This design comes from an exercise in tuning for small area, a short achievable clock period and few clock cycles per item on the open sky130 flow, not from production work.
Function was checked by simulation only, so behaviour that the tests miss may differ from the original.
Power and IR drop assume default switching activity.

run 1:
==> flow/design.v (excerpt) <==
module oz_outer_fill (
    input  wire        clk,
    input  wire        rst,         
    input  wire        in_valid,
    output reg         in_ready,
    input  wire [7:0]  in_data,
    input  wire        in_erase,
    output reg         out_valid,
    output reg         out_fail,
    output wire [2:0]  out_cnt,
    output wire [23:0] out_pos,
    output wire [31:0] out_val
);
For scale: about 74 I/O pins, about 6400 µm² of cells after synthesis.
Settings: LEC_CHECK=0, CAP_MARGIN=20, CORE_MARGIN=2, CORE_UTILIZATION=40, SLEW_MARGIN=20; clock period 15.0 ns.
standard.sh (not shown) runs the stock make flow with config.mk's settings and CLKGATE_MAP_FILE= SYNTH_SCRIPT=/design/flow/synth_recipe.tcl, a recipe that flattens the netlist after the stock synthesis.
==> flow/flow/run.sh <==
#!/bin/bash
# The standard layout (standard.sh: ORFS synthesis with synth_recipe.tcl, then
# floorplan to finish) with three changes, none to the design's registers or constraints:
#  - ABC maps the logic with an area-oriented script (flow/abc_area.script) in place of
#    ORFS's delay-oriented abc_speed.script; ORFS's scripts are otherwise used unchanged,
#    from a copy whose abc_speed.script is replaced;
#  - every port still gets a buffer, but a buf_1 cell instead of the default delay-buffer
#    cell (the resizer may upsize it);
#  - the resizer's setup repair aims for more slack than the 15 ns clock needs.
# The whole make output goes to make_layout.log; ORFS keeps each step's log under orfs/logs.
set -euo pipefail
here=$(pwd)
rm -rf "$here/orfs_scripts"
cp -r "$FLOW_HOME/scripts" "$here/orfs_scripts"
cp "$here/flow/abc_area.script" "$here/orfs_scripts/abc_speed.script"
export SCRIPTS_DIR="$here/orfs_scripts"
export BUFFER_PORTS_ARGS="-buffer_cell sky130_fd_sc_hd__buf_1"
export SETUP_SLACK_MARGIN=10.8
bash standard.sh > make_layout.log 2>&1
==> flow/flow/abc_area.script <==
strash
&get -n
&fraig -x
&put
scorr
dc2
strash
&get -n
&dch -f
&nf -R 1000
&put
strash
&get -n
&dch -f
&nf -R 1000
&put
Testbench counts of run 1, summed over its fixed seeds: cycles 185,935, items 2,400.
Input-level comparison between run 2 and run 1:
--- a/flow/flow/run.sh
+++ b/flow/flow/run.sh
@@ -18 +18 @@
-export SETUP_SLACK_MARGIN=10.8
+export SETUP_SLACK_MARGIN=10.9
==> comparison <==
- Run 2 vs run 1 — power climbed slightly
- Re part of the cycle the worst path needs: run 2 is 0.38 points down on run 1.
- | number of vias after detailed routing | run 2 vs run 1 | 3.7% higher |
- Cmp run 1 and run 2 / final standard cell utilization of the core / lower: run 1
- Result: PASS for each of run 1 and run 2
- Going from run 1 to run 2, number of detailed-route iterations in the first pass grows by 1.
- Maximum fanout encountered on the critical timing path, run 1 and run 2, lower one = run 1.
- Summary of run 2 over run 1: maximum operating frequency saw an increase, number of logic stages on the critical path including buffering saw an increase, first-pass GRT wire length saw an increase, data arrival time at the worst-slack endpoint saw a decrease.
[inputs] run 3 vs run 2
Settings: CTS_BUF_LIST newly set to sky130_fd_sc_hd__clkbuf_8 sky130_fd_sc_hd__clkbuf_16.
==> comparison <==
Run 3 -> run 2: headroom to the max-slew limit delta 0, exact match
Comparing run 3 with run 2, the part of the cycle the worst path needs came out essentially unchanged.
There was hardly any difference in setup slack between run 3 and run 2.
Run 3 -> run 2: final sequential cell count delta 0, exact match
Compared run 3 against run 2; worst endpoint required time within noise.
Status: fmax parity (run 3, run 2)
Taking run 2 as the reference, in run 3 pin slew with the least headroom to its limit barely changed, clock buffer count fell 1, power density over the cells roughly the same.
## Diff of input files: run 4 against run 3
Settings: changing CORE_UTILIZATION from 40 to 55; removing CTS_BUF_LIST (formerly sky130_fd_sc_hd__clkbuf_8 sky130_fd_sc_hd__clkbuf_16).
==> comparison <==
- ~same detailed-route via count in run 3 and run 4
- The effective utilization at floorplan reported for run 4 is greater than that of run 3 by 16 points.
- Looking at post-route standard cell area excluding fillers across both flows, run 4 is the stronger of the two, with run 3 trailing.
- Run 4: non-clock buffer count higher than run 3
- When run 4 is set beside run 3, its clock skew turns out to be 0.0049 ns smaller.
- Run 4 vs run 3, switching component of the power went up by 3.5%.
- Changes observed in run 4 relative to run 3: number of instances resized during post-cts repair has decreased, area of all sequential standard cells stayed essentially flat, final critical-path required period grew by 0.0073 ns, hold slack has increased.
Relative to run 4, the following input files were edited for run 5:
Settings: a change of CORE_UTILIZATION from 55 to 40; an added GPL_TIMING_DRIVEN of 0.
==> flow/flow/run.sh <==
#!/bin/bash
# The standard layout (standard.sh: ORFS synthesis with synth_recipe.tcl, then floorplan,
# place, cts, route and finish) with three changes, none to the design's registers or to its
# constraints:
#  - ABC maps the logic with an area-oriented script (flow/abc_area.script) in place of ORFS's
#    delay-oriented abc_speed.script; ORFS's scripts are otherwise used unchanged, from a copy
#    whose abc_speed.script is replaced;
#  - every port still gets its buffer, but a buf_1 cell instead of the default delay-buffer
#    cell (the resizer may still upsize it);
#  - the resizer's setup repair aims for more slack than the 15 ns clock needs.
# Each make target's full output goes to its own log_<target>.log here; ORFS also keeps each
# tool's log under orfs/logs.
set -euo pipefail
here=$(pwd)
rm -rf "$here/orfs_scripts"
cp -r "$FLOW_HOME/scripts" "$here/orfs_scripts"
cp "$here/flow/abc_area.script" "$here/orfs_scripts/abc_speed.script"
export SCRIPTS_DIR="$here/orfs_scripts"
export BUFFER_PORTS_ARGS="-buffer_cell sky130_fd_sc_hd__buf_1"
export SETUP_SLACK_MARGIN=10.9
for target in synth floorplan place cts route finish; do
  bash standard.sh "$target" > "log_${target}.log" 2>&1
done
Results
- Register-to-register setup slack: run 5 vs run 4 down 0.04 ns
- On run 5: global placer's final weighted congestion is 0.029 lower than what run 4 gave.
- Run 5: routed wire length on met2 4.0% below run 4
- Clock buffer instance count of the final layout on run 5 is up relative to run 4.

re-timing with driven ports:
Ports are ideal in the flow. The routed layouts listed here were re-timed in OpenROAD.
Step 1: set_driving_cell puts a clkbuf_16 on clk and a buf_2 on each other input, an assumption about the parent block.
Step 2, shift: input delay + t, output delay - t, t = (earliest + latest rising clock arrival at the registers) / 2. This alone moves slack from input paths to output paths.
a / b / c = ideal ports / drivers / drivers and shift; a / b = the first two.
| run | t, ns | setup slack, ns | clock arrival spread, ns |
|---|---|---|---|
| run 1 | 0.394 | 10.862 / 10.821 / 10.493 | 0.010 / 0.010 |
| run 2 | 0.395 | 10.918 / 10.875 / 10.533 | 0.011 / 0.011 |
| run 3 | 0.395 | 10.919 / 10.876 / 10.533 | 0.011 / 0.011 |
| run 4 | 0.393 | 10.912 / 10.881 / 10.539 | 0.007 / 0.006 |
| run 5 | 0.389 | 10.942 / 10.901 / 10.586 | 0.007 / 0.008 |
After both steps every run listed still meets setup and hold. The setup slack of run 3, which loses most, moves by -0.043 ns with the drivers and by -0.386 ns with both steps.
